This design comes from an exercise in tuning for small area, a short achievable clock period and few clock cycles on the open sky130 flow, not from production work.
Only simulation tests tie the RTL to the original design; equivalence was not proved.
Power figures rest on the tool's default switching activity, not on a simulated workload.

## flow/config.mk

```make
export PLATFORM = sky130hd
export DESIGN_NAME = wacc8
export DESIGN_NICKNAME = wacc8
export VERILOG_FILES = /design/flow/design.v
export SDC_FILE = /design/flow/constraint.sdc
export NUM_CORES = 4
export LEC_CHECK = 0
export CAP_MARGIN = 20
export CORE_MARGIN = 2
export CORE_UTILIZATION = 40
export SLEW_MARGIN = 20
```

## flow/constraint.sdc

```tcl
create_clock -name core_clock -period 36.0 [get_ports {clk}]
set_input_delay 7.2000 -clock core_clock [delete_from_list [all_inputs] [get_ports {clk}]]
set_output_delay 7.2000 -clock core_clock [all_outputs]
set_load 0.01 [all_outputs]
```

## flow/design.v

```verilog
module wacc8 (
    input  wire         clk,
    input  wire         rst,           
    input  wire         in_valid,
    output wire         in_ready,
    input  wire         in_first,      
    input  wire         in_last,       
    input  wire [2:0]   in_fmt_a,      
    input  wire [2:0]   in_fmt_b,
    input  wire [63:0]  in_a,          
    input  wire [63:0]  in_b,
    input  wire [7:0]   in_scale_a,    
    input  wire [7:0]   in_scale_b,
    input  wire [9:0]   in_anchor,     
    input  wire [127:0] in_init,       
    output wire         out_valid,
    output wire [127:0] out_word,
    output wire         out_ovf,       
    output wire         out_span       
);
    localparam ACC_W = 113;
    localparam BW    = 69;             
    function [68:0] add69;
        input [68:0] x, y;
        reg [68:0] p, gg, pp;
        integer l, j;
        begin
            p = x ^ y; gg = x & y; pp = p;
            for (l = 0; l < 7; l = l + 1)
                for (j = (2 << l) - 1; j < 69; j = j + (2 << l)) begin
                    gg[j] = gg[j] | (pp[j] & gg[j - (1 << l)]);
                    pp[j] = pp[j] & pp[j - (1 << l)];
                end
            for (l = 5; l >= 0; l = l - 1)
                for (j = 3 * (1 << l) - 1; j < 69; j = j + (2 << l)) begin
                    gg[j] = gg[j] | (pp[j] & gg[j - (1 << l)]);
                    pp[j] = pp[j] & pp[j - (1 << l)];
                end
            add69 = p ^ {gg[67:0], 1'b0};
        end
    endfunction
    function [112:0] add113;
        input [112:0] x, y;
        reg [112:0] p, gg, pp;
        integer l, j;
        begin
            p = x ^ y; gg = x & y; pp = p;
            for (l = 0; l < 7; l = l + 1)
                for (j = (2 << l) - 1; j < 113; j = j + (2 << l)) begin
                    gg[j] = gg[j] | (pp[j] & gg[j - (1 << l)]);
                    pp[j] = pp[j] & pp[j - (1 << l)];
                end
            for (l = 5; l >= 0; l = l - 1)
                for (j = 3 * (1 << l) - 1; j < 113; j = j + (2 << l)) begin
                    gg[j] = gg[j] | (pp[j] & gg[j - (1 << l)]);
                    pp[j] = pp[j] & pp[j - (1 << l)];
                end
            add113 = p ^ {gg[111:0], 1'b0};
        end
    endfunction
    function [4:0] fmt1h;
        input [2:0] f;
        case (f)
            3'd1:    fmt1h = 5'b00010;
            3'd2:    fmt1h = 5'b00100;
            3'd3:    fmt1h = 5'b01000;
            3'd4:    fmt1h = 5'b10000;
            default: fmt1h = 5'b00001;
        endcase
    endfunction
    function [5:0] fmt_off;
        input [4:0] F;
        fmt_off = ({6{F[0]}} & 6'd6) | ({6{F[1]}} & 6'h3F) | ({6{F[2]}} & 6'd12)
                | ({6{F[3]}} & 6'd11) | ({6{F[4]}} & 6'd14);
    endfunction
    function [12:0] decode;            
        input [7:0] x;
        input [4:0] F;
        reg g02, g13;
        reg [4:0] e;
        reg ez, h, nan4, e31, spc;
        reg [3:0] sig;
        reg s;
        begin
            g02 = F[0] | F[2];
            g13 = F[1] | F[3];
            e[0] = g02 & x[3] | g13 & x[2] | F[4] & x[1];
            e[1] = g02 & x[4] | g13 & x[3] | F[4] & x[2];
            e[2] = F[0] & x[5] | g13 & x[4];
            e[3] = F[0] & x[6] | F[1] & x[5];
            e[4] = F[1] & x[6];
            ez   = ~|e;
            h    = ~ez;
            nan4 = &x[6:0];
            e31  = &x[6:2];
            spc  = F[0] & nan4 | F[1] & e31;
            s    = ((F[0] | F[1]) & x[7]) | ((F[2] | F[3]) & x[5]) | (F[4] & x[3]);
            sig[3] = g02 & h & ~spc;
            sig[2] = (g02 & x[2] | g13 & h) & ~spc;
            sig[1] = (F[4] ? h : x[1]) & ~spc;
            sig[0] = x[0] & ~spc;
            decode = {F[0] & nan4 | F[1] & e31 & (x[1] | x[0]),
                      F[1] & e31 & ~x[1] & ~x[0], spc, s, e[4:1], e[0] | ez, sig};
        end
    endfunction
    function [7:0] mul4;
        input [3:0] a, b;
        reg [7:0] r0, r1, r2, r3, s1, c1, s2, c2;
        reg c;
        integer k;
        begin
            r0 = {4'b0, a & {4{b[0]}}};
            r1 = {3'b0, a & {4{b[1]}}, 1'b0};
            r2 = {2'b0, a & {4{b[2]}}, 2'b0};
            r3 = {1'b0, a & {4{b[3]}}, 3'b0};
            s1 = r0 ^ r1 ^ r2;
            c1 = ((r0 & r1) | (r0 & r2) | (r1 & r2)) << 1;
            s2 = s1 ^ c1 ^ r3;
            c2 = ((s1 & c1) | (s1 & r3) | (c1 & r3)) << 1;
            c = 1'b0;
            for (k = 0; k < 8; k = k + 1) begin
                mul4[k] = s2[k] ^ c2[k] ^ c;
                c = (s2[k] & c2[k]) | (s2[k] & c) | (c2[k] & c);
            end
        end
    endfunction
    function [5:0] add3s;
        input [4:0] a, b;
        input [5:0] k;
        reg [5:0] s, c;
        reg cc;
        integer j;
        begin
            s = {k[5], a ^ b ^ k[4:0]};
            c = {(a & b) | (a & k[4:0]) | (b & k[4:0]), 1'b0};
            cc = 1'b0;
            for (j = 0; j < 6; j = j + 1) begin
                add3s[j] = s[j] ^ c[j] ^ cc;
                cc = (s[j] & c[j]) | (s[j] & cc) | (c[j] & cc);
            end
        end
    endfunction
    function [65:0] shl66;
        input [9:0] w1;
        input [5:1] n;
        reg [11:0] w2;
        reg [15:0] w3;
        reg [7:0]  hot;
        reg [8:0]  fill;
        integer j, m;
        begin
            w2 = n[1] ? {w1, 2'b0}  : {{2{w1[9]}}, w1};
            w3 = n[2] ? {w2, 4'b0}  : {{4{w2[11]}}, w2};
            for (m = 0; m < 8; m = m + 1)
                hot[m] = (n[5:3] == m);
            for (m = 0; m < 9; m = m + 1)
                fill[m] = (m >= 2) && (n[5:3] <= m - 2) && w3[15];
            for (j = 0; j < 66; j = j + 1) begin
                shl66[j] = fill[j / 8];
                for (m = 0; m < 8; m = m + 1)
                    if (j - 8 * m >= 0 && j - 8 * m < 16)
                        shl66[j] = shl66[j] | (hot[m] & w3[j - 8 * m]);
            end
        end
    endfunction
    function [2*BW-1:0] csa;           
        input [BW-1:0] x, y, z;
        reg [BW-1:0] s, c;
        begin
            s = x ^ y ^ z;
            c = (x & y) | (x & z) | (y & z);
            csa = {c[BW-2:0], 1'b0, s};
        end
    endfunction
    reg         ready_q, expf_q;
    reg         v0, f0, l0;
    reg [4:0]   fa0, fb0;
    reg [63:0]  a0, b0;
    reg [7:0]   sa0, sb0;
    reg [9:0]   anc0;
    reg [114:0] init_q;                
    assign in_ready = ready_q;
    wire take    = in_valid & ready_q;
    wire f0_nx   = take & in_first;
    wire expf_nx = take ? in_last : expf_q;
    always @(posedge clk) begin
        ready_q <= rst | ~(expf_nx & (f0_nx | f0));
        expf_q  <= rst | expf_nx;
        v0  <= take & ~rst;
        f0  <= f0_nx & ~rst;
        l0  <= take & in_last & ~rst;
        fa0 <= fmt1h(in_fmt_a);
        fb0 <= fmt1h(in_fmt_b);
        a0  <= in_a;
        b0  <= in_b;
        sa0 <= in_scale_a;
        sb0 <= in_scale_b;
        anc0 <= in_anchor;
        if (ready_q & expf_q)
            init_q <= {in_init[127:125], in_init[111:0]};
    end
    reg  [9:0]  anc_q;                 
    wire [9:0]  anc_cur  = f0 ? anc0 : anc_q;
    wire        scale_nan = (sa0 == 8'hFF) | (sb0 == 8'hFF);
    wire [11:0] d = {4'd0, sa0} + {4'd0, sb0} - 12'd223 - {{2{anc_cur[9]}}, anc_cur};
    wire        in_win   = ~d[11] & (d[10:5] == 6'd0);
    wire        use_beat = v0 & ~scale_nan & in_win;
    wire [5:0]  kbeat = fmt_off(fa0) + fmt_off(fb0) + {5'd0, d[0]};
    reg [79:0] pv_n;                   
    reg [39:0] sh_n;                   
    reg        beat_nan, beat_pinf, beat_ninf;
    integer i, k;
    reg [12:0] da, db;
    reg        za, zb, sp, anyl;
    reg [7:0]  pm;
    reg [8:0]  pv;
    reg [5:0]  sh;
    always @* begin
        beat_nan  = 1'b0;
        beat_pinf = 1'b0;
        beat_ninf = 1'b0;
        for (i = 0; i < 8; i = i + 1) begin
            da = decode(a0[8*i +: 8], fa0);
            db = decode(b0[8*i +: 8], fb0);
            za = (da[3:0] == 4'd0) & ~da[11];
            zb = (db[3:0] == 4'd0) & ~db[11];
            sp = da[9] ^ db[9];
            if (da[12] | db[12]) begin
                beat_nan = 1'b1;
            end else if (da[11] | db[11]) begin
                if (za | zb)
                    beat_nan = 1'b1;
                else if (sp)
                    beat_ninf = 1'b1;
                else
                    beat_pinf = 1'b1;
            end
            pm = mul4(da[3:0], db[3:0]) & {8{use_beat}};
            anyl = 1'b0;
            for (k = 0; k < 8; k = k + 1) begin
                pv[k] = pm[k] ^ (sp & anyl);
                anyl = anyl | pm[k];
            end
            pv[8] = sp & anyl;
            sh = add3s(da[8:4], db[8:4], kbeat);
            pv_n[10*i +: 10] = sh[0] ? {pv, 1'b0} : {pv[8], pv};
            sh_n[5*i +: 5]   = sh[5:1];
        end
    end
    reg          v1, f1, l1;
    reg [79:0]   pv1;
    reg [39:0]   sh1;
    reg [3:0]    dh1;
    reg          nan1, pinf1, ninf1, span1;
    always @(posedge clk) begin
        anc_q <= anc_cur;
        v1    <= v0 & ~rst;
        f1    <= f0 & ~rst;
        l1    <= l0 & ~rst;
        pv1   <= pv_n;
        sh1   <= sh_n;
        dh1   <= d[4:1];
        nan1  <= v0 & (scale_nan | (use_beat & beat_nan));
        pinf1 <= use_beat & beat_pinf;
        ninf1 <= use_beat & beat_ninf;
        span1 <= v0 & ~scale_nan & ~in_win;
    end
    reg [BW-1:0] t [0:7];
    reg [65:0]   tt;
    always @* begin
        for (i = 0; i < 8; i = i + 1) begin
            tt = shl66(pv1[10*i +: 10], sh1[5*i +: 5]);
            t[i] = {3'b000, ~tt[65], tt[64:0]};
        end
    end
    wire [2*BW-1:0] r1a = csa(t[0], t[1], t[2]);
    wire [2*BW-1:0] r1b = csa(t[3], t[4], t[5]);
    wire [2*BW-1:0] r2a = csa(r1a[BW-1:0], r1a[2*BW-1:BW], r1b[BW-1:0]);
    wire [2*BW-1:0] r2b = csa(r1b[2*BW-1:BW], t[6], t[7]);
    wire [2*BW-1:0] r3  = csa(r2a[BW-1:0], r2a[2*BW-1:BW], r2b[BW-1:0]);
    wire [2*BW-1:0] r4  = csa(r3[BW-1:0], r3[2*BW-1:BW], r2b[2*BW-1:BW]);
    wire [BW-1:0]   bsum = add69(r4[BW-1:0], r4[2*BW-1:BW]) ^ {1'b1, {(BW-1){1'b0}}};
    reg          v2, f2, l2;
    reg [BW-1:0] bs2;
    reg [3:0]    dh2;
    reg          nan2, pinf2, ninf2, span2;
    reg [9:0]    anc2;
    always @(posedge clk) begin
        v2    <= v1 & ~rst;
        f2    <= f1 & ~rst;
        l2    <= l1 & ~rst;
        bs2   <= bsum;
        dh2   <= dh1;
        nan2  <= nan1;
        pinf2 <= pinf1;
        ninf2 <= ninf1;
        span2 <= span1;
        anc2  <= anc_q;
    end
    reg [ACC_W-1:0] acc_q;
    reg             nan_q, nanw_q, pinf_q, ninf_q, span_q, ovf_q, ov_q;
    reg [9:0]       anc3;
    wire [ACC_W-1:0] contrib  = {{(ACC_W-BW){bs2[BW-1]}}, bs2} << {dh2, 1'b0};
    wire [ACC_W-1:0] acc_base = f2 ? {init_q[111], init_q[111:0]} : acc_q;
    wire [ACC_W-1:0] acc_next = add113(acc_base, contrib);
    wire             nan_next = (f2 ? init_q[112] : nan_q) | nan2;
    wire             ovf_next = acc_next[ACC_W-1] ^ acc_next[ACC_W-2];
    always @(posedge clk) begin
        acc_q  <= acc_next;
        nan_q  <= nan_next;
        nanw_q <= nan_next | ovf_next;
        pinf_q <= (f2 ? init_q[113] : pinf_q) | pinf2;
        ninf_q <= (f2 ? init_q[114] : ninf_q) | ninf2;
        span_q <= (~f2 & span_q) | span2;
        ovf_q  <= ovf_next;
        anc3   <= anc2;
        ov_q   <= v2 & l2 & ~rst;
    end
    assign out_valid = ov_q;
    assign out_word  = {ninf_q, pinf_q, nanw_q, 3'd1, anc3, acc_q[111:0]};
    assign out_ovf   = ovf_q;
    assign out_span  = span_q;
endmodule
```

## flow/flow/run.sh

```bash
#!/bin/bash
set -euo pipefail
export BUFFER_PORTS_ARGS="-buffer_cell sky130_fd_sc_hd__buf_2"
bash standard.sh finish > standard.log 2>&1
```

## flow/standard.sh

```bash
#!/bin/bash
# synth_recipe.tcl (not shown) runs the flow's synth.tcl, then flattens the netlist and writes it again
# the make line also repeats each setting of config.mk as NAME=value (left out here)
make -C /OpenROAD-flow-scripts/flow DESIGN_CONFIG=/design/flow/config.mk WORK_HOME=/design/flow/orfs CLKGATE_MAP_FILE= SYNTH_SCRIPT=/design/flow/synth_recipe.tcl "${@:-finish}"
```

==> summary.json, run 1 <==
{
  "outcome": "no timing/DRC/antenna violations",
  "arrival_ns": 9.07,
  "synth_cells": 6642,
  "crit_slowest_cell": "sky130_fd_sc_hd__o31ai_1",
  "cp_max_fo": 18,
  "worstPathBufferInverterCount": 3,
  "period_needed_ns": 8.53,
  "grt_max_degree": 68,
  "wire_length_of_the_first_global_routing_pass_um": 314000,
  "cts.hold.buffers_added": 0,
  "layout_worst_path_cycle_share": 0.237,
  "die-width_um": 388,
  "number_of_cells_on_the_worst_reg_to_reg_path": 24,
  "synth_area_leader_cell": "sky130_fd_sc_hd__fa_1",
  "routed-via-count": 49622,
  "ios": 425,
  "grt_antenna_before_repair": 10,
  "pwr_density_cell_mw_per_mm2": 99.3,
  "drv_slew": 0,
  "worst_clock_skew_ns": 0.0498,
  "finalSetupViolCount": 0,
  "synth_async_sr_flop_share": 0,
  "cts-root-buf": "sky130_fd_sc_hd__clkbuf_16",
  "power_leakage_nw": 29.4,
  "r2r_end": "bs2[55]$_DFF_P_",
  "clock_tree.buffer_depth": 3,
  "worst_hold_path_type": "register to register",
  "synthesis.area_per_instance_um2": 8.89,
  "max_slew.worst_pin.slew_ns": 1.23,
  "die_area_mm2": 0.151,
  "numCtsBuffers": 72,
  "post_drt_via_cell_ratio": 5.67,
  "fin_nets": 7916,
  "start_kind": "register",
  "cts_tree": "built",
  "synth.yosys.seq_area_share": 0.238,
  "cp.required_ns": 36.54,
  "critical_path.cell_chain": "nor2_1 -> o31ai_1 -> mux2_2 -> o21bai_1 -> fa_1 -> fa_1 -> inv_1 -> fa_1 -> inv_1 -> fa_1 -> inv_1 -> ha_1 -> and3_1 -> o21ai_0 -> a21oi_1 -> o311ai_0 -> o211ai_1 -> o21bai_1 -> o21ai_0 -> a21o_1 -> a21o_1 -> a21o_1 -> fa_1 -> xor2_1",
  "synth_top_cell_area_share": 0.209,
  "timing.critical_path.mode_cell": "sky130_fd_sc_hd__fa_1",
  "rsz0062_at_grt": "no",
  "syn_warnings": 2,
  "rrSetupSlack_ns": 27.47,
  "worst_slack_ns": 27.47,
  "timing.critical_path.max_delay_family": "compound AO/OA/AOI/OAI gates",
  "clkSinkCount": 645,
  "synth_top_cells_by_count": "sky130_fd_sc_hd__inv_1 (819), sky130_fd_sc_hd__fa_1 (616), sky130_fd_sc_hd__a21oi_1 (532), sky130_fd_sc_hd__dfxtp_1 (530), sky130_fd_sc_hd__nand2_1 (518)",
  "grt_overflow_total": 0,
  "drtAntennaViolNets": 0,
  "synth.area.top_cells": "sky130_fd_sc_hd__fa_1 (21%), sky130_fd_sc_hd__dfxtp_1 (18%), sky130_fd_sc_hd__edfxtp_1 (5.8%), sky130_fd_sc_hd__ha_1 (5.3%), sky130_fd_sc_hd__inv_1 (5.2%)",
  "max-slew-margin-rel": 0.174,
  "timing.hold.worst.start": "pinf1$_DFF_P_",
  "final_hold_viol_count": 0,
  "worst_path_largest_cell_delay_ns": 1.04,
  "drt_drc_violations_left": 0,
  "via_count_of_the_first_global_routing_pass": 48901,
  "port_buffers": 408,
  "drt-pass1-iter-count": 7,
  "postSynthRegisterBits": 645,
  "layout-area-overhead-vs-synth_pct": 9.27,
  "netlist-cell-type-count": 92,
  "pre_cts_setup_slack_ns": 27.63,
  "holdPathEnd": "pinf2$_DFF_P_",
  "htree_num_levels": 3,
  "wl_per_cell_um": 24.3,
  "number_of_instances_resized_during_post_cts_repair": 0,
  "total_power_mw": 6.41,
  "core_region_area_mm2": 0.147,
  "maxCapViolCount": 0,
  "row_count": 141,
  "setup.worst_path.end_class": "register",
  "die-height_um": 388,
  "power.ir.vdd_worst_v": 0.0000849,
  "detailedPlacementHpwl_um": 174000,
  "hold-path-cell-count": 0,
  "totalWireLength_um": 213000,
  "worstSetupPathDepth": 24,
  "worstReg2RegStart": "sh1[21]$_DFF_P_",
  "post-synth-top-count-cell": "sky130_fd_sc_hd__inv_1",
  "worst_setup_hold_path_clk_slew_ns": 0.06,
  "insertion_delay_ns": 0.67,
  "postSynth.topFlopCell": "sky130_fd_sc_hd__dfxtp_1",
  "placer_congestion_estimate": 1.05,
  "postCtsSetupRepairBufs": 0,
  "fmaxAchievable_mhz": 117,
  "final_layout_size_suffix_gt1_frac": 0.143,
  "count_of_flip_flops_with_a_built_in_enable_after_synthesis": 115,
  "drt_initial_violations": 5182,
  "synth.cell_area_mm2": 0.0591,
  "timing.setup.tns_ns": 0,
  "starting_density": 0.401,
  "global_route.usage.total": 0.276,
  "setup.worst_path.class": "register to register"
}
cell usage in the layout, fill, tap and decap left out, drive strengths merged, types with 90 or more instances in the layout:
cell type	n
a21o	141
a21oi	533
buf	503
clkbuf	99
dfxtp	530
edfxtp	115
fa	616
ha	248
inv	829
mux2	161
mux2i	195
nand2	519
nand2b	97
nor2	478
nor2b	90
o21ai	305
o22ai	97
xor2	113
worst max path at each step:
stage	from	to
floorplan	in_valid	ready_q$_DFF_P_
global placement	sh1[26]$_DFF_P_	bs2[67]$_DFF_P_
detailed placement	sh1[21]$_DFF_P_	bs2[55]$_DFF_P_
CTS	acc_q[0]$_DFF_P_	out_word[0]
global route	sh1[6]$_DFF_P_	bs2[67]$_DFF_P_
finish	sh1[21]$_DFF_P_	bs2[55]$_DFF_P_
metrics by stage:
stage	instance area (um^2)	cells	hold slack, ns	utilization
5_1_grt	64500	8743	0.329	0.439
3_3_place_gp	62100	8615	0.311	0.422
4_1_cts	64500	8743	0.326	0.438
3_5_place_dp	62100	8615	0.312	0.422
6_report	64500	8747	0.325	0.439
2_1_floorplan	59100	6643	0.310	-
per-layer routing:
metal / track usage / share of wire / vias up
li1: - / - / 22746
met4: 0.146 / 0.061 / 4
met2: 0.443 / 0.45 / 2459
met1: 0.357 / 0.41 / 23913
met3: 0.0467 / 0.083 / 500
met5: 0 / 0.00015 / -
registers in the layout (all words and copies together), names as in the netlist, 4 cells and up:
register and cells:
anc_q 10, a0 64, b0 64, dh2 4, acc_q 113, bs2 69, anc2 10, sh1 40
fa0 5, anc3 10, anc0 10, dh1 4, init_q 115, sb0 8, sa0 8, pv1 80
fb0 5
area by class of cell:
| cell class | count | area (um^2) |
|---|---|---|
| diodes | 4 | 10.0 |
| clock buffers | 99 | 2070 |
| clock inverters | 29 | 352 |
| fillers | 14370 | 82600 |
| inverters | 823 | 3090 |
| multi-input cells | 4714 | 39800 |
| flip-flops and latches | 645 | 14100 |
| well taps | 1930 | 2410 |
| repair buffers | 503 | 2760 |
report_power, final:
| group | switching (mW) | total (mW) | internal (mW) |
|---|---|---|---|
| logic | 2.82 | 4.51 | 1.70 |
| registers | 0.194 | 1.15 | 0.955 |
| clock network | 0.313 | 0.750 | 0.437 |
cell families after synthesis:
logic type               count (synthesis)  share of synthesized area
AND/OR/NAND/NOR                       1650                      0.132
multiplexers                           392                     0.0775
buffers and inverters                 1284                     0.0895
XOR/XNOR                               145                     0.0217
flip-flops                             645                      0.238
other                                    2                   0.000127
AO/OA/AOI/OAI                         1660                      0.180
adder cells (fa/ha/maj)                864                      0.261
Testbench counts, summed over its fixed seeds: cycles 19,324.
==> run 2, diff against run 1 <==
--- a/flow/design.v
+++ b/flow/design.v
@@ -143,4 +143,5 @@
     function [65:0] shl66;
-        input [9:0] w1;
-        input [5:1] n;
+        input [8:0] v;
+        input [5:0] n;
+        reg [9:0]  w1;
         reg [11:0] w2;
@@ -151,2 +152,3 @@
         begin
+            w1 = n[0] ? {v, 1'b0}   : {v[8], v};
             w2 = n[1] ? {w1, 2'b0}  : {{2{w1[9]}}, w1};
@@ -176,3 +178,3 @@
     reg         v0, f0, l0;
-    reg [4:0]   fa0, fb0;
+    reg [2:0]   fa0, fb0;
     reg [63:0]  a0, b0;
@@ -191,4 +193,4 @@
         l0  <= take & in_last & ~rst;
-        fa0 <= fmt1h(in_fmt_a);
-        fb0 <= fmt1h(in_fmt_b);
+        fa0 <= in_fmt_a;
+        fb0 <= in_fmt_b;
         a0  <= in_a;
@@ -207,5 +209,7 @@
     wire        use_beat = v0 & ~scale_nan & in_win;
-    wire [5:0]  kbeat = fmt_off(fa0) + fmt_off(fb0) + {5'd0, d[0]};
-    reg [79:0] pv_n;                   
-    reg [39:0] sh_n;                   
+    wire [4:0]  fa1h = fmt1h(fa0);
+    wire [4:0]  fb1h = fmt1h(fb0);
+    wire [5:0]  kbeat = fmt_off(fa1h) + fmt_off(fb1h) + {5'd0, d[0]};
+    reg [71:0] pv_n;                   
+    reg [47:0] sh_n;                   
     reg        beat_nan, beat_pinf, beat_ninf;
@@ -215,4 +219,2 @@
     reg [7:0]  pm;
-    reg [8:0]  pv;
-    reg [5:0]  sh;
     always @* begin
@@ -222,4 +224,4 @@
         for (i = 0; i < 8; i = i + 1) begin
-            da = decode(a0[8*i +: 8], fa0);
-            db = decode(b0[8*i +: 8], fb0);
+            da = decode(a0[8*i +: 8], fa1h);
+            db = decode(b0[8*i +: 8], fb1h);
             za = (da[3:0] == 4'd0) & ~da[11];
@@ -240,9 +242,7 @@
             for (k = 0; k < 8; k = k + 1) begin
-                pv[k] = pm[k] ^ (sp & anyl);
+                pv_n[9*i + k] = pm[k] ^ (sp & anyl);
                 anyl = anyl | pm[k];
             end
-            pv[8] = sp & anyl;
-            sh = add3s(da[8:4], db[8:4], kbeat);
-            pv_n[10*i +: 10] = sh[0] ? {pv, 1'b0} : {pv[8], pv};
-            sh_n[5*i +: 5]   = sh[5:1];
+            pv_n[9*i + 8] = sp & anyl;
+            sh_n[6*i +: 6] = add3s(da[8:4], db[8:4], kbeat);
         end
@@ -250,4 +250,4 @@
     reg          v1, f1, l1;
-    reg [79:0]   pv1;
-    reg [39:0]   sh1;
+    reg [71:0]   pv1;
+    reg [47:0]   sh1;
     reg [3:0]    dh1;
@@ -271,3 +271,3 @@
         for (i = 0; i < 8; i = i + 1) begin
-            tt = shl66(pv1[10*i +: 10], sh1[5*i +: 5]);
+            tt = shl66(pv1[9*i +: 9], sh1[6*i +: 6]);
             t[i] = {3'b000, ~tt[65], tt[64:0]};
==> flow/flow/run.sh (replaced) <==
#!/bin/bash
set -euo pipefail
work=$(pwd)
synth="$work/synth_recipe.tcl"
if grep -q 'yosys synth -nofsm -noshare ' "$work/synth_recipe.tcl"; then
    sed 's/yosys synth -nofsm -noshare /yosys synth -nofsm -noshare -noabc /' \
        "$work/synth_recipe.tcl" > "$work/flow_synth.tcl"
    synth="$work/flow_synth.tcl"
fi
export BUFFER_PORTS_ARGS="-buffer_cell sky130_fd_sc_hd__buf_2"
bash standard.sh SYNTH_SCRIPT="$synth" finish > standard.log 2>&1
==> run 2 against run 1 <==
Effect of this change:
- combinational power decreased by 8.9%
- hold slack worse by 0.021 ns
- synthesized cell count shrank 12%
- sequential power about the same
- synthesized area shrank 5.4%
- total power fell by 5.8%
- register-to-register slack lost 0.16 ns
- utilization is 0.35 points higher
- die area down 5.3%
==> summary.json, run 2 <==
{
  "outcome": "no timing/DRC/antenna violations",
  "final_layout_size_suffix_gt1_frac": {"value": 0.149, "change": "+0.00614"},
  "synth.area.top_cells": "sky130_fd_sc_hd__fa_1 (22%), sky130_fd_sc_hd__dfxtp_1 (19%), sky130_fd_sc_hd__edfxtp_1 (6.2%), sky130_fd_sc_hd__ha_1 (5.6%), sky130_fd_sc_hd__mux2i_1 (4.9%)",
  "start_kind": "register",
  "setup.worst_path.class": "register to register",
  "max-slew-margin-rel": {"value": 0.112, "change": "-0.0623"},
  "setup.worst_path.end_class": "register",
  "via_count_of_the_first_global_routing_pass": {"value": 44367, "change": "-9.3%"},
  "grt_antenna_before_repair": {"value": 9, "change": "-1"},
  "fin_nets": {"value": 7174, "change": "-9.4%"},
  "synth.yosys.seq_area_share": {"value": 0.250, "change": "+0.0122"},
  "htree_num_levels": {"value": 3, "change": "unchanged"},
  "wl_per_cell": {"value": 25.3, "unit": "um", "change": "+3.9%"},
  "max_slew.worst_pin.slew": {"value": 1.32, "unit": "ns", "change": "+0.0900 ns"},
  "die-width": {"value": 378, "unit": "um", "change": "-2.7%"},
  "largest_register_ffs": {"value": 115, "change": "unchanged"},
  "pre_cts_setup_slack": {"value": 27.57, "unit": "ns", "change": "-0.0633 ns"},
  "pwr_density_cell": {"value": 98.2, "unit": "mW/mm^2", "change": "-1.1%"},
  "final_hold_viol_count": {"value": 0, "change": "unchanged"},
  "postSynth.topFlopCell": "sky130_fd_sc_hd__dfxtp_1",
  "syn_warnings": {"value": 2, "change": "unchanged"},
  "layout_commonest_cell": "sky130_fd_sc_hd__nor2_1",
  "die-height": {"value": 378, "unit": "um", "change": "-2.7%"},
  "hold-path-cell-count": {"value": 0, "change": "unchanged"},
  "period_needed": {"value": 8.69, "unit": "ns", "change": "+0.161 ns"},
  "post_drt_via_cell_ratio": {"value": 5.65, "change": "-0.46%"},
  "synth_top_cell_area_share": {"value": 0.221, "change": "+0.0119"},
  "finalSetupViolCount": {"value": 0, "change": "unchanged"},
  "drv_slew": {"value": 0, "change": "unchanged"},
  "worst_slack": {"value": 27.31, "unit": "ns", "change": "-0.161 ns"},
  "grt_overflow_total": {"value": 0, "change": "unchanged"},
  "number_of_instances_resized_during_post_cts_repair": {"value": 0, "change": "unchanged"},
  "layout_worst_path_cycle_share": {"value": 0.241, "change": "+0.00446"},
  "worst_setup_hold_path_clk_slew": {"value": 0.06, "unit": "ns", "change": "about the same"},
  "clkSinkCount": {"value": 641, "change": "-0.62%"},
  "arrival": {"value": 9.27, "unit": "ns", "change": "+0.20 ns"},
  "insertion_delay": {"value": 0.72, "unit": "ns", "change": "+0.05 ns"},
  "largest-register": "init_q",
  "die_area": {"value": 0.143, "unit": "mm^2", "change": "-5.3%"},
  "clock_tree.buffer_depth": {"value": 3, "change": "unchanged"},
  "final_cells": {"value": 7956, "change": "-9.0%"},
  "power.ir.vdd_worst": {"value": 0.0000500, "unit": "V", "change": "-41%"},
  "total_power": {"value": 6.04, "unit": "mW", "change": "-5.8%"},
  "routed-via-count": {"value": 44926, "change": "-9.5%"},
  "postSynthRegisterBits": {"value": 641, "change": "-0.62%"},
  "synth.cell_area": {"value": 0.0559, "unit": "mm^2", "change": "-5.4%"},
  "numCtsBuffers": {"value": 76, "change": "+5.6%"},
  "synth_area_leader_cell": "sky130_fd_sc_hd__fa_1",
  "dp_cells": {"value": 7814, "change": "-9.3%"},
  "cp.required": {"value": 36.58, "unit": "ns", "change": "+0.04 ns"},
  "worst_hold_path_type": "register to register",
  "layout-area-overhead-vs-synth_pct": 10.0,
  "postCtsSetupRepairBufs": {"value": 0, "change": "unchanged"},
  "synthesis.area_per_instance": {"value": 9.51, "unit": "um^2", "change": "+6.9%"},
  "starting_density": {"value": 0.402, "change": "+0.000488"},
  "row_count": {"value": 137, "change": "-2.8%"},
  "number_of_cells_on_the_worst_reg_to_reg_path": {"value": 24, "change": "unchanged"},
  "power_leakage": {"value": 28.2, "unit": "nW", "change": "-4.1%"},
  "drt_drc_violations_left": {"value": 0, "change": "unchanged"},
  "port_buffers": {"value": 408, "change": "unchanged"},
  "ios": {"value": 425, "change": "unchanged"},
  "biggestRegsByFlops": "init_q (115), acc_q (113), pv1 (72)",
  "fmaxAchievable": {"value": 115, "unit": "MHz", "change": "-1.8%"},
  "synth_top_cells_by_count": "sky130_fd_sc_hd__nor2_1 (619), sky130_fd_sc_hd__fa_1 (616), sky130_fd_sc_hd__dfxtp_1 (526), sky130_fd_sc_hd__a21oi_1 (518), sky130_fd_sc_hd__nand2_1 (385)",
  "drtAntennaViolNets": {"value": 0, "change": "unchanged"},
  "final_area": {"value": 0.0615, "unit": "mm^2", "change": "-4.8%"},
  "global_route.usage.total": {"value": 0.277, "change": "+0.00107"},
  "top_library_cells_by_usage_in_the_layout_fill_and_taps_aside": "sky130_fd_sc_hd__nor2_1 (619), sky130_fd_sc_hd__fa_1 (616), sky130_fd_sc_hd__a21oi_1 (518)",
  "totalWireLength": {"value": 201000, "unit": "um", "change": "-5.5%"},
  "core_region_area": {"value": 0.139, "unit": "mm^2", "change": "-5.5%"},
  "post_dp_cell_area": {"value": 0.0589, "unit": "mm^2", "change": "-5.2%"},
  "wire_length_of_the_first_global_routing_pass": {"value": 291000, "unit": "um", "change": "-7.3%"},
  "cts.hold.buffers_added": {"value": 0, "change": "unchanged"},
  "whs": {"value": 0.304, "unit": "ns", "change": "-0.0214 ns"},
  "rsz0062_at_grt": "no",
  "cts-root-buf": "sky130_fd_sc_hd__clkbuf_16",
  "placer_congestion_estimate": {"value": 1.05, "change": "+0.29%"},
  "post-synth-top-count-cell": "sky130_fd_sc_hd__nor2_1",
  "grt_max_degree": {"value": 86, "change": "+26%"},
  "cts_tree": "built",
  "synth_async_sr_flop_share": {"value": 0, "change": "unchanged"},
  "worst_clock_skew": {"value": 0.0596, "unit": "ns", "change": "+0.00981 ns"},
  "cp_max_fo": {"value": 14, "change": "-4"},
  "final_core_utilization": {"value": 0.442, "change": "+0.00352"},
  "detailedPlacementHpwl": {"value": 165000, "unit": "um", "change": "-5.3%"},
  "drt-pass1-iter-count": {"value": 6, "change": "-1"},
  "timing.setup.tns": {"value": 0, "unit": "ns", "change": "unchanged"},
  "synth_cells": {"value": 5878, "change": "-12%"},
  "drt_initial_violations": {"value": 3928, "change": "-24%"},
  "count_of_flip_flops_with_a_built_in_enable_after_synthesis": {"value": 115, "change": "unchanged"},
  "netlist-cell-type-count": {"value": 84, "change": "-8.7%"},
  "maxCapViolCount": {"value": 0, "change": "unchanged"}
}
run 2: cell types whose count changed after synthesis, moves of 39 or more:
| cell | delta |
|---|---|
| sky130_fd_sc_hd__inv_1 | -641 |
| sky130_fd_sc_hd__clkbuf_1 | -41 |
| sky130_fd_sc_hd__a22oi_1 | -44 |
| sky130_fd_sc_hd__mux2i_1 | +77 |
| sky130_fd_sc_hd__nand2_1 | -133 |
| sky130_fd_sc_hd__a211oi_1 | +39 |
| sky130_fd_sc_hd__nor2_1 | +143 |
| sky130_fd_sc_hd__o21ai_0 | +43 |
run 2: final cells by class:
class	instances	area, um^2
antenna	3	7.51
clock buffer	96	2080
clock inverter	43	520
fill	13451	77500
inverter	192	721
multi-input combinational	4610	39100
sequential	641	14000
tap	1876	2350
timing repair buffer	495	2700
run 2: cell families after synthesis:
kind of cell / count (synthesis) / share of synthesized area
other cells: 2 / 0.000134
xor+xnor: 182 / 0.0285
compound gates: 1499 / 0.164
flops: 641 / 0.250
mux: 488 / 0.0995
fa+ha+maj: 865 / 0.276
simple gates: 1573 / 0.131
buf+inv: 628 / 0.0506
run 2: routing by layer:
layer	wire length [um]	up-vias	GRT usage
li1	-	20916	-
met1	83800	21735	0.352
met2	89800	1819	0.438
met5	38	-	0
met3	11500	450	0.0386
met4	15900	6	0.190
run 2: report_power, final:
group          total, mW  switching [mW]  internal (mW)
sequential          1.14           0.183          0.953
combinational       4.11            2.51           1.60
clock              0.794           0.332          0.462
total               6.04            3.02           3.02
run 2: path summary, 6_finish.rpt:
kind | startpoint | to | slack [ns]
worst min-delay path | anc2[3]$_DFF_P_ | anc3[3]$_DFF_P_ | 0.30
worst min register to register | anc2[3]$_DFF_P_ | anc3[3]$_DFF_P_ | 0.30
worst max register to register | pv1[35]$_DFF_P_ | bs2[66]$_DFF_P_ | 27.31
worst max-delay path | pv1[35]$_DFF_P_ | bs2[66]$_DFF_P_ | 27.31
run 2: worst max-delay path, stage by stage, from the launching register on:
cell	delay, ns
sky130_fd_sc_hd__dfxtp_1	0.79
sky130_fd_sc_hd__mux2_2	0.28
sky130_fd_sc_hd__nor2_1	0.04
sky130_fd_sc_hd__a21oi_1	0.18
sky130_fd_sc_hd__nor2_1	0.06
sky130_fd_sc_hd__a21oi_1	0.67
sky130_fd_sc_hd__mux2i_1	0.55
sky130_fd_sc_hd__nand2b_1	0.29
sky130_fd_sc_hd__a21oi_1	0.25
sky130_fd_sc_hd__fa_1	0.45
sky130_fd_sc_hd__fa_1	0.50
sky130_fd_sc_hd__fa_1	0.58
sky130_fd_sc_hd__fa_1	0.49
sky130_fd_sc_hd__ha_1	0.38
sky130_fd_sc_hd__o211ai_1	0.10
sky130_fd_sc_hd__o21ai_0	0.19
sky130_fd_sc_hd__a21oi_1	0.12
sky130_fd_sc_hd__o31ai_1	0.24
sky130_fd_sc_hd__a31oi_1	0.15
sky130_fd_sc_hd__o21ai_1	0.50
sky130_fd_sc_hd__a31oi_1	0.26
sky130_fd_sc_hd__o31ai_1	0.66
sky130_fd_sc_hd__a31oi_1	0.27
sky130_fd_sc_hd__nand2b_1	0.15
sky130_fd_sc_hd__fa_1	0.40
Testbench counts of run 2, summed over its fixed seeds: cycles 19,324.
==> run 3, diff against run 2 <==
--- a/flow/design.v
+++ b/flow/design.v
@@ -21,6 +21,6 @@
     localparam ACC_W = 113;
-    localparam BW    = 69;             
-    function [68:0] add69;
-        input [68:0] x, y;
-        reg [68:0] p, gg, pp;
+    localparam BW    = 71;             
+    function [70:0] add71;
+        input [70:0] x, y;
+        reg [70:0] p, gg, pp;
         integer l, j;
@@ -29,3 +29,3 @@
             for (l = 0; l < 7; l = l + 1)
-                for (j = (2 << l) - 1; j < 69; j = j + (2 << l)) begin
+                for (j = (2 << l) - 1; j < 71; j = j + (2 << l)) begin
                     gg[j] = gg[j] | (pp[j] & gg[j - (1 << l)]);
@@ -34,3 +34,3 @@
             for (l = 5; l >= 0; l = l - 1)
-                for (j = 3 * (1 << l) - 1; j < 69; j = j + (2 << l)) begin
+                for (j = 3 * (1 << l) - 1; j < 71; j = j + (2 << l)) begin
                     gg[j] = gg[j] | (pp[j] & gg[j - (1 << l)]);
@@ -38,3 +38,3 @@
                 end
-            add69 = p ^ {gg[67:0], 1'b0};
+            add71 = p ^ {gg[69:0], 1'b0};
         end
@@ -142,7 +142,5 @@
     endfunction
-    function [65:0] shl66;
-        input [8:0] v;
-        input [5:0] n;
-        reg [9:0]  w1;
-        reg [11:0] w2;
+    function [67:0] shl68;
+        input [11:0] w2;
+        input [5:2] n;
         reg [15:0] w3;
@@ -152,4 +150,2 @@
         begin
-            w1 = n[0] ? {v, 1'b0}   : {v[8], v};
-            w2 = n[1] ? {w1, 2'b0}  : {{2{w1[9]}}, w1};
             w3 = n[2] ? {w2, 4'b0}  : {{4{w2[11]}}, w2};
@@ -159,7 +155,7 @@
                 fill[m] = (m >= 2) && (n[5:3] <= m - 2) && w3[15];
-            for (j = 0; j < 66; j = j + 1) begin
-                shl66[j] = fill[j / 8];
+            for (j = 0; j < 68; j = j + 1) begin
+                shl68[j] = fill[j / 8];
                 for (m = 0; m < 8; m = m + 1)
                     if (j - 8 * m >= 0 && j - 8 * m < 16)
-                        shl66[j] = shl66[j] | (hot[m] & w3[j - 8 * m]);
+                        shl68[j] = shl68[j] | (hot[m] & w3[j - 8 * m]);
             end
@@ -211,5 +207,5 @@
     wire [4:0]  fb1h = fmt1h(fb0);
-    wire [5:0]  kbeat = fmt_off(fa1h) + fmt_off(fb1h) + {5'd0, d[0]};
-    reg [71:0] pv_n;                   
-    reg [47:0] sh_n;                   
+    wire [5:0]  kbeat = fmt_off(fa1h) + fmt_off(fb1h) + {4'd0, d[1:0]};
+    reg [95:0] pv_n;                   
+    reg [31:0] sh_n;                   
     reg        beat_nan, beat_pinf, beat_ninf;
@@ -219,2 +215,5 @@
     reg [7:0]  pm;
+    reg [8:0]  pv;
+    reg [5:0]  sh;
+    reg [9:0]  w1;
     always @* begin
@@ -242,7 +241,10 @@
             for (k = 0; k < 8; k = k + 1) begin
-                pv_n[9*i + k] = pm[k] ^ (sp & anyl);
+                pv[k] = pm[k] ^ (sp & anyl);
                 anyl = anyl | pm[k];
             end
-            pv_n[9*i + 8] = sp & anyl;
-            sh_n[6*i +: 6] = add3s(da[8:4], db[8:4], kbeat);
+            pv[8] = sp & anyl;
+            sh = add3s(da[8:4], db[8:4], kbeat);
+            w1 = {sh[0] ? pv : {pv[8], pv[8:1]}, pv[0] & ~sh[0]};
+            pv_n[12*i +: 12] = {sh[1] ? w1 : {{2{w1[9]}}, w1[9:2]}, w1[1:0] & {2{~sh[1]}}};
+            sh_n[4*i +: 4]   = sh[5:2];
         end
@@ -250,5 +252,5 @@
     reg          v1, f1, l1;
-    reg [71:0]   pv1;
-    reg [47:0]   sh1;
-    reg [3:0]    dh1;
+    reg [95:0]   pv1;
+    reg [31:0]   sh1;
+    reg [2:0]    dh1;
     reg          nan1, pinf1, ninf1, span1;
@@ -261,3 +263,3 @@
         sh1   <= sh_n;
-        dh1   <= d[4:1];
+        dh1   <= d[4:2];
         nan1  <= v0 & (scale_nan | (use_beat & beat_nan));
@@ -268,7 +270,7 @@
     reg [BW-1:0] t [0:7];
-    reg [65:0]   tt;
+    reg [67:0]   tt;
     always @* begin
         for (i = 0; i < 8; i = i + 1) begin
-            tt = shl66(pv1[9*i +: 9], sh1[6*i +: 6]);
-            t[i] = {3'b000, ~tt[65], tt[64:0]};
+            tt = shl68(pv1[12*i +: 12], sh1[4*i +: 4]);
+            t[i] = {3'b000, ~tt[67], tt[66:0]};
         end
@@ -281,6 +283,6 @@
     wire [2*BW-1:0] r4  = csa(r3[BW-1:0], r3[2*BW-1:BW], r2b[2*BW-1:BW]);
-    wire [BW-1:0]   bsum = add69(r4[BW-1:0], r4[2*BW-1:BW]) ^ {1'b1, {(BW-1){1'b0}}};
+    wire [BW-1:0]   bsum = add71(r4[BW-1:0], r4[2*BW-1:BW]) ^ {1'b1, {(BW-1){1'b0}}};
     reg          v2, f2, l2;
     reg [BW-1:0] bs2;
-    reg [3:0]    dh2;
+    reg [2:0]    dh2;
     reg          nan2, pinf2, ninf2, span2;
@@ -302,3 +304,3 @@
     reg [9:0]       anc3;
-    wire [ACC_W-1:0] contrib  = {{(ACC_W-BW){bs2[BW-1]}}, bs2} << {dh2, 1'b0};
+    wire [ACC_W-1:0] contrib  = {{(ACC_W-BW){bs2[BW-1]}}, bs2} << {dh2, 2'b00};
     wire [ACC_W-1:0] acc_base = f2 ? {init_q[111], init_q[111:0]} : acc_q;
--- a/flow/config.mk
+++ b/flow/config.mk
@@ -7,2 +7,3 @@
 export LEC_CHECK = 0
+export ABC_AREA = 1
 export CAP_MARGIN = 20
==> run 3 against run 2 <==
Effect of this change:
- register-to-register slack gained 1.6 ns
- synthesized cell count grew 5.6%
- via count grew 2.0%
- first-iteration DRC count grew 19%
- clock skew shrank 0.0064 ns
- combinational power shrank 11%
- largest power group unchanged
==> summary.json, run 3 <==
{
  "insertion_delay": {"value": 0.73, "unit": "ns", "change": "about the same"},
  "cts_tree": "built",
  "dp_cells": {"value": 8088, "change": "+3.5%"},
  "power.combinational.fraction": {"value": 0.661, "change": "-0.019"},
  "wl_per_cell": {"value": 24.1, "unit": "um", "change": "-4.7%"},
  "biggestRegsByFlops": "init_q (115), acc_q (113), pv1 (96)",
  "row_count": {"value": 133, "change": "-2.9%"},
  "synth_xor_xnor_area_share": {"value": 0.0272, "change": "-0.00136"},
  "max-slew-margin-rel": {"value": 0.195, "change": "+0.0833"},
  "postSynthRegisterBits": {"value": 649, "change": "+1.2%"},
  "seq_power_share": {"value": 0.204, "change": "+0.016"},
  "worstPathBufferInverterCount": {"value": 1, "change": "+1"},
  "post_drt_via_cell_ratio": {"value": 5.57, "change": "-1.3%"},
  "die-height": {"value": 369, "unit": "um", "change": "-2.4%"},
  "die_area": {"value": 0.136, "unit": "mm^2", "change": "-4.7%"},
  "final_hold_viol_count": {"value": 0, "change": "unchanged"},
  "fin_nets": {"value": 7586, "change": "+5.7%"},
  "pre_cts_setup_slack": {"value": 28.11, "unit": "ns", "change": "+0.534 ns"},
  "largest_register_ffs": {"value": 115, "change": "unchanged"},
  "synthAdderAreaFrac": {"value": 0.297, "change": "+0.0201"},
  "synth.area.top_cells": "sky130_fd_sc_hd__fa_1 (24%), sky130_fd_sc_hd__dfxtp_1 (20%), sky130_fd_sc_hd__nand2_1 (10%), sky130_fd_sc_hd__edfxtp_1 (6.5%), sky130_fd_sc_hd__ha_1 (6.0%)",
  "critical_path.cell_chain": "buf_2",
  "post-synth-top-count-cell": "sky130_fd_sc_hd__nand2_1",
  "critPathLaunch": "acc_q[76]$_DFF_P_",
  "synth.yosys.seq_area_share": {"value": 0.266, "change": "+0.0154"},
  "largest-register": "init_q",
  "timing.critical_path.max_delay_family": "flip-flops",
  "netSwitchingFraction": {"value": 0.517, "change": "+0.0167"},
  "synth-compound-area-share": {"value": 0.138, "change": "-0.0256"},
  "timing.hold.worst.start": "dh1[2]$_DFF_P_",
  "final_layout_size_suffix_gt1_frac": {"value": 0.109, "change": "-0.0404"},
  "finalSetupViolCount": {"value": 0, "change": "unchanged"},
  "final_cells": {"value": 8222, "change": "+3.3%"},
  "synth_top_cells_by_count": "sky130_fd_sc_hd__nand2_1 (1484), sky130_fd_sc_hd__fa_1 (630), sky130_fd_sc_hd__dfxtp_1 (534), sky130_fd_sc_hd__inv_1 (481), sky130_fd_sc_hd__nor2_1 (479)",
  "detailedPlacementHpwl": {"value": 159000, "unit": "um", "change": "-3.6%"},
  "worst_hold_path_type": "register to register",
  "synthesis.area_per_instance": {"value": 8.58, "unit": "um^2", "change": "-9.7%"},
  "wire_length_of_the_first_global_routing_pass": {"value": 291000, "unit": "um", "change": "about the same"},
  "die-width": {"value": 369, "unit": "um", "change": "-2.4%"},
  "starting_density": {"value": 0.404, "change": "+0.00205"},
  "worstReg2RegStart": "sh1[4]$_DFF_P_",
  "count_of_flip_flops_with_a_built_in_enable_after_synthesis": {"value": 115, "change": "unchanged"},
  "netlist-cell-type-count": {"value": 63, "change": "-25%"},
  "synth_cells": {"value": 6205, "change": "+5.6%"},
  "routed-via-count": {"value": 45816, "change": "+2.0%"},
  "synth_top_family_by_area": "adder cells",
  "totalWireLength": {"value": 198000, "unit": "um", "change": "-1.5%"},
  "cts-root-buf": "sky130_fd_sc_hd__clkbuf_16",
  "global_route.usage.total": {"value": 0.287, "change": "+0.00965"},
  "period_needed": {"value": 8.46, "unit": "ns", "change": "-0.236 ns"},
  "layout-area-overhead-vs-synth_pct": 9.90,
  "cellInternalPower": {"value": 2.66, "unit": "mW", "change": "-12%"},
  "layout_worst_path_cycle_share": {"value": 0.235, "change": "-0.00655"},
  "synth.cell_area": {"value": 0.0532, "unit": "mm^2", "change": "-4.7%"},
  "setup.worst_path.class": "register to output pin",
  "placer_congestion_estimate": {"value": 1.02, "change": "-3.3%"},
  "outcome": "no timing/DRC/antenna violations",
  "ios": {"value": 425, "change": "unchanged"},
  "postCtsSetupRepairBufs": {"value": 0, "change": "unchanged"},
  "arrival": {"value": 1.26, "unit": "ns", "change": "-8.01 ns"},
  "worst_clock_skew": {"value": 0.0532, "unit": "ns", "change": "-0.00638 ns"},
  "maxCapViolCount": {"value": 0, "change": "unchanged"},
  "drt-pass1-iter-count": {"value": 6, "change": "unchanged"},
  "yosys.area_share.simple": {"value": 0.195, "change": "+0.0642"},
  "power_leakage": {"value": 28.8, "unit": "nW", "change": "+2.2%"},
  "syn_warnings": {"value": 2, "change": "unchanged"},
  "crit_slowest_cell": "sky130_fd_sc_hd__dfxtp_1",
  "post_synth_mux_area_share": {"value": 0.00714, "change": "-0.0924"},
  "drv_slew": {"value": 0, "change": "unchanged"},
  "power_spent_charging_and_discharging_nets": {"value": 2.85, "unit": "mW", "change": "-5.8%"},
  "grt_antenna_before_repair": {"value": 4, "change": "-5"},
  "rsz0062_at_grt": "no",
  "pwr_density_cell": {"value": 94.0, "unit": "mW/mm^2", "change": "-4.3%"},
  "numCtsBuffers": {"value": 74, "change": "-2.6%"},
  "start_kind": "register",
  "grt_overflow_total": {"value": 0, "change": "unchanged"},
  "fmaxAchievable": {"value": 118, "unit": "MHz", "change": "+2.8%"},
  "top_library_cells_by_usage_in_the_layout_fill_and_taps_aside": "sky130_fd_sc_hd__nand2_1 (1484), sky130_fd_sc_hd__fa_1 (630), sky130_fd_sc_hd__dfxtp_1 (530)",
  "setup.worst_path.end_class": "output pin",
  "total_power": {"value": 5.50, "unit": "mW", "change": "-8.9%"},
  "drt_drc_violations_left": {"value": 0, "change": "unchanged"},
  "cp.required": {"value": 28.80, "unit": "ns", "change": "-7.78 ns"},
  "synth_async_sr_flop_share": {"value": 0, "change": "unchanged"},
  "drt_initial_violations": {"value": 4683, "change": "+19%"},
  "number_of_instances_resized_during_post_cts_repair": {"value": 0, "change": "unchanged"},
  "worst_slack": {"value": 27.54, "unit": "ns", "change": "+0.236 ns"},
  "layout_commonest_cell": "sky130_fd_sc_hd__nand2_1",
  "synth_area_leader_cell": "sky130_fd_sc_hd__fa_1",
  "max_slew.worst_pin.slew": {"value": 1.21, "unit": "ns", "change": "-0.111 ns"},
  "cts.hold.buffers_added": {"value": 0, "change": "unchanged"},
  "layout.filler_cells": {"value": 13048, "change": "-3.0%"},
  "clock_tree.buffer_depth": {"value": 3, "change": "unchanged"},
  "multi_input_area": {"value": 0.0354, "unit": "mm^2", "change": "-9.5%"},
  "timing.setup.tns": {"value": 0, "unit": "ns", "change": "unchanged"},
  "postSynth.topFlopCell": "sky130_fd_sc_hd__dfxtp_1",
  "clkPwrFrac": {"value": 0.136, "change": "+0.005"},
  "core_region_area": {"value": 0.132, "unit": "mm^2", "change": "-5.2%"},
  "htree_num_levels": {"value": 3, "change": "unchanged"},
  "grt_max_degree": {"value": 88, "change": "+2.3%"},
  "drtAntennaViolNets": {"value": 0, "change": "unchanged"},
  "regArea": {"value": 0.0142, "unit": "mm^2", "change": "+1.0%"},
  "port_buffers": {"value": 408, "change": "unchanged"},
  "power.ir.vdd_worst": {"value": 0.0000429, "unit": "V", "change": "-14%"},
  "clkSinkCount": {"value": 649, "change": "+1.2%"},
  "synth_top_cell_area_share": {"value": 0.237, "change": "+0.0162"},
  "worst_path_largest_cell_delay": {"value": 0.38, "unit": "ns", "change": "-0.41 ns"},
  "cp_max_fo": {"value": 2, "change": "-12"},
  "via_count_of_the_first_global_routing_pass": {"value": 44955, "change": "+1.3%"},
  "worst_setup_hold_path_clk_slew": {"value": 0.06, "unit": "ns", "change": "about the same"}
}
==> run 3: cell count changes in the layout (fill, tap and decap cells not counted), moves of 259 or more <==
cell,previous run,this run
sky130_fd_sc_hd__a21oi_1,518,199
sky130_fd_sc_hd__inv_1,177,480
sky130_fd_sc_hd__mux2i_1,270,11
sky130_fd_sc_hd__nand2_1,385,1484
sky130_fd_sc_hd__nand3_1,53,371
sky130_fd_sc_hd__o221ai_1,42,339
==> run 3: final cells by class <==
type                    count  area share
clock buffers              97      0.0347
clock inverters            36     0.00699
inverters                 525      0.0338
flip-flops and latches    649       0.242
well taps                1755      0.0375
repair buffers            452      0.0405
multi-input cells        4707       0.605
diodes                      1   0.0000428
==> run 3: final timing paths <==
kind	endpoint	slack, ns	cells after the start
max	out_word[76]	27.54	1
max reg2reg	bs2[69]$_DFF_P_	28.91	22
min reg2reg	dh2[2]$_DFF_P_	0.32	0
min	dh2[2]$_DFF_P_	0.32	0
==> run 3: metrics by stage <==
stage	cell area, um^2	hold slack [ns]	util
after floorplan	53200	0.310	-
after global placement	56100	0.310	0.425
after detailed placement	56100	0.315	0.425
after CTS	58500	0.317	0.444
after global routing	58500	0.315	0.444
final	58500	0.316	0.444
==> run 3: per-layer routing <==
layer	up-vias	track usage	share of wire
li1	21293	-	-
met1	21946	0.378	0.42
met2	2171	0.442	0.44
met3	402	0.0603	0.083
met4	4	0.153	0.061
met5	-	0	0.00013
==> run 3: cells by family (layout without fill, tap and decap cells) <==
group,count (synthesis),in the layout
and+or+nand+nor,2520,2520
AOI/OAI and AO/OA,1105,1105
adders and majority gates,884,884
buffers and inverters,850,1110
DFF,649,649
xor gates and xnor gates,160,160
muxes,35,35
other,2,4
==> run 3: power by group through the flow <==
stage | logic, mW | registers (mW) | clock network, mW
global route | 4.03 | 1.14 | 0.796
detailed placement | 3.57 | 1.13 | 0
CTS | 3.59 | 1.12 | 0.768
floorplan | 2.53 | 1.06 | 0
global placement | 3.51 | 1.13 | 0
finish | 3.64 | 1.12 | 0.746
Testbench counts of run 3, summed over its fixed seeds: cycles 19,324.
==> run 4, diff against run 3 <==
--- a/flow/flow/run.sh
+++ b/flow/flow/run.sh
@@ -10,2 +10,3 @@
 export BUFFER_PORTS_ARGS="-buffer_cell sky130_fd_sc_hd__buf_2"
-bash standard.sh SYNTH_SCRIPT="$synth" finish > standard.log 2>&1
+bash standard.sh SYNTH_SCRIPT="$synth" REMOVE_ABC_BUFFERS=1 SETUP_SLACK_MARGIN=27.8 \
+    finish > standard.log 2>&1
==> run 4 against run 3 <==
Effect of this change:
- clock skew decreased by 0.0095 ns
- clock power shrank 0.5%
- hold slack worse by 0.00063 ns
- first-iteration DRC count grew 2.1%
- still clean
- cell area is 1.9% higher
- register-to-register slack got worse by 0.19 ns
- flip-flop and latch count unchanged
==> summary.json, run 4 <==
{
  "grt_antenna_before_repair": {"value": 5, "change": "+1"},
  "setup.worst_path.end_class": "output pin",
  "synthesis.area_per_instance": {"value": 8.58, "unit": "um^2", "change": "unchanged"},
  "synth_top_cell_area_share": {"value": 0.237, "change": "unchanged"},
  "clkSinkCount": {"value": 649, "change": "unchanged"},
  "routed-via-count": {"value": 46217, "change": "+0.88%"},
  "globalRouteMet2Util": {"value": 0.415, "change": "-0.0263"},
  "postSynthRegisterBits": {"value": 649, "change": "unchanged"},
  "synth_cells": {"value": 6205, "change": "unchanged"},
  "starting_density": {"value": 0.404, "change": "unchanged"},
  "gr-max-usage-layer": "met2",
  "die-height": {"value": 369, "unit": "um", "change": "unchanged"},
  "final_core_utilization": {"value": 0.453, "change": "+0.00854"},
  "cp_max_fo": {"value": 2, "change": "unchanged"},
  "fmaxAchievable": {"value": 120, "unit": "MHz", "change": "+1.1%"},
  "worst_path_largest_cell_delay": {"value": 0.36, "unit": "ns", "change": "-0.02 ns"},
  "grt_overflow_total": {"value": 0, "change": "unchanged"},
  "timing.critical_path.max_delay_family": "flip-flops",
  "gr-usage-met1": {"value": 0.348, "change": "-0.0305"},
  "totalWireLength": {"value": 185000, "unit": "um", "change": "-6.5%"},
  "pwr_density_cell": {"value": 94.4, "unit": "mW/mm^2", "change": "+0.35%"},
  "cellInternalPower": {"value": 2.78, "unit": "mW", "change": "+4.6%"},
  "crit_slowest_cell": "sky130_fd_sc_hd__dfxtp_4",
  "post-synth-top-count-cell": "sky130_fd_sc_hd__nand2_1",
  "largest_register_ffs": {"value": 115, "change": "unchanged"},
  "synth.area.top_cells": "sky130_fd_sc_hd__fa_1 (24%), sky130_fd_sc_hd__dfxtp_1 (20%), sky130_fd_sc_hd__nand2_1 (10%), sky130_fd_sc_hd__edfxtp_1 (6.5%), sky130_fd_sc_hd__ha_1 (6.0%)",
  "period_needed": {"value": 8.37, "unit": "ns", "change": "-0.0895 ns"},
  "wire_length_of_the_first_global_routing_pass": {"value": 276000, "unit": "um", "change": "-5.2%"},
  "global_route.usage.total": {"value": 0.267, "change": "-0.0197"},
  "power.ir.vdd_worst": {"value": 0.0000427, "unit": "V", "change": "-0.61%"},
  "top_library_cells_by_usage_in_the_layout_fill_and_taps_aside": "sky130_fd_sc_hd__nand2_1 (1484), sky130_fd_sc_hd__fa_1 (630), sky130_fd_sc_hd__inv_1 (480)",
  "grt_max_degree": {"value": 86, "change": "-2.3%"},
  "clock_tree.buffer_depth": {"value": 3, "change": "unchanged"},
  "synth.cell_area": {"value": 0.0532, "unit": "mm^2", "change": "unchanged"},
  "drv_slew": {"value": 0, "change": "unchanged"},
  "critical_path.cell_chain": "buf_6",
  "via_count_of_the_first_global_routing_pass": {"value": 45549, "change": "+1.3%"},
  "power_spent_charging_and_discharging_nets": {"value": 2.85, "unit": "mW", "change": "+0.15%"},
  "synth_async_sr_flop_share": {"value": 0, "change": "unchanged"},
  "synth_area_leader_cell": "sky130_fd_sc_hd__fa_1",
  "netSwitchingFraction": {"value": 0.507, "change": "-0.0108"},
  "use_met3": {"value": 0.0502, "change": "-0.0101"},
  "largest-register": "init_q",
  "post_drt_via_cell_ratio": {"value": 5.61, "change": "+0.59%"},
  "drt_drc_violations_left": {"value": 0, "change": "unchanged"},
  "power_leakage": {"value": 29.2, "unit": "nW", "change": "+1.3%"},
  "worstReg2RegStart": "sh1[4]$_DFF_P_",
  "maxCapViolCount": {"value": 0, "change": "unchanged"},
  "syn_warnings": {"value": 2, "change": "unchanged"},
  "die_area": {"value": 0.136, "unit": "mm^2", "change": "unchanged"},
  "finalSetupViolCount": {"value": 0, "change": "unchanged"},
  "drtAntennaViolNets": {"value": 0, "change": "unchanged"},
  "timing.setup.tns": {"value": 0, "unit": "ns", "change": "unchanged"},
  "final_hold_viol_count": {"value": 0, "change": "unchanged"},
  "netlist-cell-type-count": {"value": 63, "change": "unchanged"},
  "count_of_flip_flops_with_a_built_in_enable_after_synthesis": {"value": 115, "change": "unchanged"},
  "cp.required": {"value": 28.80, "unit": "ns", "change": "about the same"},
  "ios": {"value": 425, "change": "unchanged"},
  "worst_clock_skew": {"value": 0.0437, "unit": "ns", "change": "-0.00947 ns"},
  "total_power": {"value": 5.63, "unit": "mW", "change": "+2.3%"},
  "max-slew-margin-rel": {"value": 0.111, "change": "-0.0849"},
  "seq_power_share": {"value": 0.203, "change": "about the same"},
  "start_kind": "register",
  "outcome": "no timing/DRC/antenna violations",
  "timing.hold.worst.start": "anc2[9]$_DFF_P_",
  "synth.yosys.seq_area_share": {"value": 0.266, "change": "unchanged"},
  "fin_nets": {"value": 7609, "change": "+0.30%"},
  "row_count": {"value": 133, "change": "unchanged"},
  "die-width": {"value": 369, "unit": "um", "change": "unchanged"},
  "cts-root-buf": "sky130_fd_sc_hd__clkbuf_16",
  "detailedPlacementHpwl": {"value": 149000, "unit": "um", "change": "-6.3%"},
  "layout-area-overhead-vs-synth_pct": 12.0,
  "insertion_delay": {"value": 0.70, "unit": "ns", "change": "-0.03 ns"},
  "worst_setup_hold_path_clk_slew": {"value": 0.06, "unit": "ns", "change": "about the same"},
  "power.combinational.fraction": {"value": 0.665, "change": "+0.004"},
  "critPathLaunch": "acc_q[72]$_DFF_P_",
  "arrival": {"value": 1.17, "unit": "ns", "change": "-0.09 ns"},
  "wl_per_cell": {"value": 22.5, "unit": "um", "change": "-6.7%"},
  "worstPathBufferInverterCount": {"value": 1, "change": "unchanged"},
  "clkPwrFrac": {"value": 0.132, "change": "-0.004"},
  "placer_congestion_estimate": {"value": 1.05, "change": "+3.5%"},
  "cts_tree": "built",
  "numCtsBuffers": {"value": 72, "change": "-2.7%"},
  "port_buffers": {"value": 408, "change": "unchanged"},
  "biggestRegsByFlops": "init_q (115), acc_q (113), pv1 (96)",
  "drt_initial_violations": {"value": 4780, "change": "+2.1%"},
  "max_slew.worst_pin.slew": {"value": 1.33, "unit": "ns", "change": "+0.127 ns"},
  "final_layout_size_suffix_gt1_frac": {"value": 0.132, "change": "+0.0229"},
  "layout_worst_path_cycle_share": {"value": 0.232, "change": "-0.00249"},
  "drt-pass1-iter-count": {"value": 9, "change": "+3"},
  "postSynth.topFlopCell": "sky130_fd_sc_hd__dfxtp_1",
  "worst_hold_path_type": "register to register",
  "synth_top_cells_by_count": "sky130_fd_sc_hd__nand2_1 (1484), sky130_fd_sc_hd__fa_1 (630), sky130_fd_sc_hd__dfxtp_1 (534), sky130_fd_sc_hd__inv_1 (481), sky130_fd_sc_hd__nor2_1 (479)",
  "htree_num_levels": {"value": 3, "change": "unchanged"},
  "rsz0062_at_grt": "yes",
  "setup.worst_path.class": "register to output pin",
  "core_region_area": {"value": 0.132, "unit": "mm^2", "change": "unchanged"},
  "layout_commonest_cell": "sky130_fd_sc_hd__nand2_1"
}
run 4: cell count changes in the layout (fill, tap and decap cells not counted), sizes merged:
cell	previous run	this run
clkbuf	97	87
clkinv	39	45
bufinv	2	5
clkinvlp	5	3
buf	452	477
inv	515	516
run 4: final timing paths:
| path | depth (start not counted) | slack (ns) | to |
|---|---|---|---|
| worst min-delay path | 0 | 0.32 | anc3[9]$_DFF_P_ |
| worst min register to register | 0 | 0.32 | anc3[9]$_DFF_P_ |
| worst max-delay path | 1 | 27.63 | out_word[72] |
| worst max register to register | 25 | 28.72 | bs2[63]$_DFF_P_ |
run 4: metrics by stage:
step | cells | setup WS [ns] | instance area, um^2 | hold WS [ns]
finish | 8245 | 27.63 | 59600 | 0.315
global route | 8245 | 27.59 | 59600 | 0.333
CTS | 8236 | 27.57 | 59600 | 0.323
detailed placement | 8101 | 28.14 | 56200 | 0.312
global placement | 8101 | 28.13 | 56200 | 0.311
floorplan | 5881 | 28.30 | 51500 | 0.310
run 4: logic make-up after synthesis:
family	Yosys count	synth area share
adders and majority gates	884	0.297
DFF	649	0.266
and+or+nand+nor	2520	0.195
buffers and inverters	850	0.0702
xor gates and xnor gates	160	0.0272
other	2	0.000141
muxes	35	0.00714
AOI/OAI and AO/OA	1105	0.138
run 4: timing repair:
action | CTS | global route
endpoints found under the setup margin | 129 | 129
resized for setup | 272 | 2
buffers inserted | 4 | 8
hold buffers | 0 | 0
run 4: layout make-up:
| class | count | area (um^2) |
|---|---|---|
| Timing Repair Buffer | 477 | 3350 |
| Antenna cell | 1 | 2.50 |
| Sequential cell | 649 | 14300 |
| Multi-Input combinational cell | 4707 | 35400 |
| Clock buffer | 87 | 1920 |
| Inverter | 525 | 1980 |
| Tap cell | 1755 | 2200 |
| Fill cell | 13052 | 72200 |
| Clock inverter | 44 | 480 |
run 4: power groups by stage:
stage / logic (mW) / clock network (mW) / registers [mW]
after detailed placement: 3.59 / 0 / 1.12
after floorplan: 2.33 / 0 / 1.14
final: 3.74 / 0.742 / 1.14
after global routing: 4.14 / 0.788 / 1.16
after global placement: 3.51 / 0 / 1.12
after CTS: 3.68 / 0.762 / 1.14
run 4: per-layer routing:
layer  part of all wire  wire [um]  up-vias
li1                   -          -    21362
met5           0.000065         12        -
met1               0.41      76400    21985
met3              0.084      15500      504
met2               0.44      80900     2364
met4              0.067      12400        2

re-timing with driven ports:
The flow's constraints put no driver on any port. The routed layouts listed below were extracted and timed again, unchanged, in two steps. Step 1 sets driving cells, clkbuf_16 on the clock port and buf_2 on the other inputs (assumed; they add their load-dependent delay and slew). Step 2 adds t to the input delays and takes it off the output delays; t is the mean of the earliest and latest rising clock arrival at the registers after step 1. Input paths then give back, and output paths get back, about the clock's delay inside the block. a / b / c = ideal / step 1 / step 2; a / b = the first two.
| run | t (ns) | setup WS [ns] | hold slack, ns | clock arrival spread, ns |
|---|---|---|---|---|
| run 1 | 0.734 | 27.469 / 27.469 / 27.469 | 0.325 / 0.325 / 0.325 | 0.050 / 0.049 |
| run 2 | 0.776 | 27.309 / 27.309 / 27.309 | 0.304 / 0.304 / 0.304 | 0.065 / 0.065 |
| run 3 | 0.772 | 27.544 / 27.472 / 28.107 | 0.316 / 0.316 / 0.316 | 0.053 / 0.053 |
| run 4 | 0.752 | 27.634 / 27.559 / 28.081 | 0.315 / 0.315 / 0.315 | 0.046 / 0.047 |
After both steps every run listed still meets setup and hold.
